Source: an optimization exercise on an open RTL-to-GDS flow (aim: small area, a short achievable clock period and few clock cycles per item). Production flows keep margins and buffers that such runs may drop.
In this exercise RTL edits were held to simulation tests only and were not proved equivalent to the original.
Power and IR drop assume default switching activity.

old:
// sigbox
module sigbox (
    input  wire        clk,
    input  wire        rst,
    input  wire        acc_valid,
    output wire        acc_ready,
    input  wire [39:0] acc_addr,
    input  wire [15:0] acc_len,
    input  wire [1:0]  acc_kind,     
    input  wire [3:0]  acc_init,
    input  wire [1:0]  acc_pl,
    input  wire [31:0] acc_wdata,
    output reg         resp_valid,
    output reg         resp_allowed,
    output reg         resp_err,
    output wire [7:0]  resp_slot,
    output reg  [15:0] resp_part_len,
    output reg         resp_split,
    output reg  [31:0] resp_rdata,
    output reg  [3:0]  resp_evt
);
Settings: LEC_CHECK=0, CAP_MARGIN=20, CORE_MARGIN=2, CORE_UTILIZATION=40, SLEW_MARGIN=20; clock period 13.0 ns.
run.sh (not shown) runs the stock make flow with config.mk's settings and CLKGATE_MAP_FILE= SYNTH_SCRIPT=/design/flow/synth_recipe.tcl, a recipe that flattens the netlist after the stock synthesis.
Testbench counts of old, summed over its fixed seeds: cycles 32,016, items 32,000.
#### Input delta (new over old)
==> flow/flow/run.sh (new file) <==
#!/bin/bash
# Layout: the standard flow (standard.sh, unchanged synthesis), with
# timing repair aimed below the 13 ns clock period, a denser core and a
# clock tree built from smaller buffers. Each tool's output is in the ORFS
# logs under orfs/logs; make's own output goes to standard.log.
set -euo pipefail
bash standard.sh \
  SETUP_SLACK_MARGIN=8.0 \
  CORE_UTILIZATION=55 \
  "CTS_ARGS=-sink_clustering_enable -repair_clock_nets -dont_use_dummy_load -buf_list sky130_fd_sc_hd__clkbuf_8 -sink_clustering_size 25" \
  finish > standard.log 2>&1
==> flow/standard.sh (new file) <==
#!/bin/bash
# synth_recipe.tcl (not shown) runs the flow's synth.tcl, then flattens the netlist and writes it again
# the make line also repeats each setting of config.mk as NAME=value (left out here)
make -C /OpenROAD-flow-scripts/flow DESIGN_CONFIG=/design/flow/config.mk WORK_HOME=/design/flow/orfs CLKGATE_MAP_FILE= SYNTH_SCRIPT=/design/flow/synth_recipe.tcl "${@:-finish}"
removed: flow/run.sh
Results
- new vs. old: shortest period the worst path allows went down, post-detailed-route wirelength per cell climbed 5.4%, post-cts repair resize count +148.
- Setup slack of the worst register-to-register path delta for new relative to old: 1.63 ns higher
- new: antenna diode count lower than old
- Wire length of the first global-routing pass delta (new − old): favourable
- new vs old — global-route usage rose 8.9 points.

---

Another version of the RTL of sigbox (not shown whole).
Size in the first run: roughly 1,500 flip-flops, ~160 I/O pins, roughly 61,000 sq um of cells after synthesis.
Settings: LEC_CHECK=0, CAP_MARGIN=20, CORE_MARGIN=2, CORE_UTILIZATION=40, SLEW_MARGIN=20; clock period 13.0 ns.
standard.sh (not shown) runs the stock make flow with config.mk's settings and CLKGATE_MAP_FILE= SYNTH_SCRIPT=/design/flow/synth_recipe.tcl, a recipe that flattens the netlist after the stock synthesis.
==> flow/flow/run.sh <==
#!/bin/bash
# Layout: the standard flow (standard.sh, with its synthesis unchanged),
# with timing repair aimed below the 13 ns clock period at the worst paths
# only, smaller repair margins for slew and load, a denser core, plain
# buffers on the ports, and a clock tree of fewer, larger clusters. The ORFS
# logs of each step are under orfs/logs; make's own output goes to
# standard.log.
set -euo pipefail
bash standard.sh \
  SETUP_SLACK_MARGIN=9.3 \
  TNS_END_PERCENT=0 \
  CAP_MARGIN=10 \
  SLEW_MARGIN=10 \
  CORE_UTILIZATION=58 \
  "BUFFER_PORTS_ARGS=-buffer_cell sky130_fd_sc_hd__buf_2" \
  "CTS_ARGS=-sink_clustering_enable -repair_clock_nets -dont_use_dummy_load -buf_list sky130_fd_sc_hd__clkbuf_16 -sink_clustering_size 25 -sink_clustering_max_diameter 80" \
  finish > standard.log 2>&1
The baseline produced a clean layout.
Testbench counts at the start, summed over its fixed seeds: cycles 32,024, items 32,000.
Edit:
--- a/flow/flow/run.sh
+++ b/flow/flow/run.sh
@@ -12,5 +12,5 @@
   CAP_MARGIN=10 \
   SLEW_MARGIN=10 \
-  CORE_UTILIZATION=58 \
+  CORE_UTILIZATION=65 \
   "BUFFER_PORTS_ARGS=-buffer_cell sky130_fd_sc_hd__buf_2" \
   "CTS_ARGS=-sink_clustering_enable -repair_clock_nets -dont_use_dummy_load -buf_list sky130_fd_sc_hd__clkbuf_16 -sink_clustering_size 25 -sink_clustering_max_diameter 80" \
The changed run passed the timing, DRC and antenna checks.
Flip-flop and latch count is unchanged.
Register-to-register slack gains 50 ps.
Final cell count decreases by 2.0%.
Core utilization went up by 7.2 points.
Non-clock buffer count shrinks by 1.
Combinational power climbs by about 2%.
Routed wire length went down by 3.8%.
Design area hardly moves.
Clock power barely changes.

afterwards: timing with drivers on the ports:
How much do the figures lean on ideal ports? The routed layouts below were timed once more, with nothing changed but the port constraints. Step 1 assumes that a clkbuf_16 drives the clock port and a buf_2 every other input. Step 2, shift: input delay + t, output delay - t, t = (earliest + latest rising clock arrival at the registers) / 2. This alone moves slack from input paths to output paths. Three values: ideal, step 1, step 2; two values: the first two.
run | t (ns) | setup WS [ns] | slew at the worst register clock pin (ns) | worst slew at a driven data input, ns | cell pins on the clock port's net
old | 0.857 | 6.309 / 6.309 / 6.178 | 0.07 / 0.07 | 0.08 | 1
new | 0.932 | 7.936 / 7.936 / 7.038 | 0.07 / 0.07 | 0.06 | 1
the first run of note 2 | 0.724 | 9.051 / 9.051 / 8.412 | 0.11 / 0.11 | 0.08 | 1
the second run of note 2 | 0.743 | 9.103 / 9.064 / 8.523 | 0.11 / 0.11 | 0.05 | 1
After both steps setup and hold are still met in every run listed. For new, which loses most, drivers alone change the setup slack by 0.000 ns; drivers and shift together by -0.898 ns.
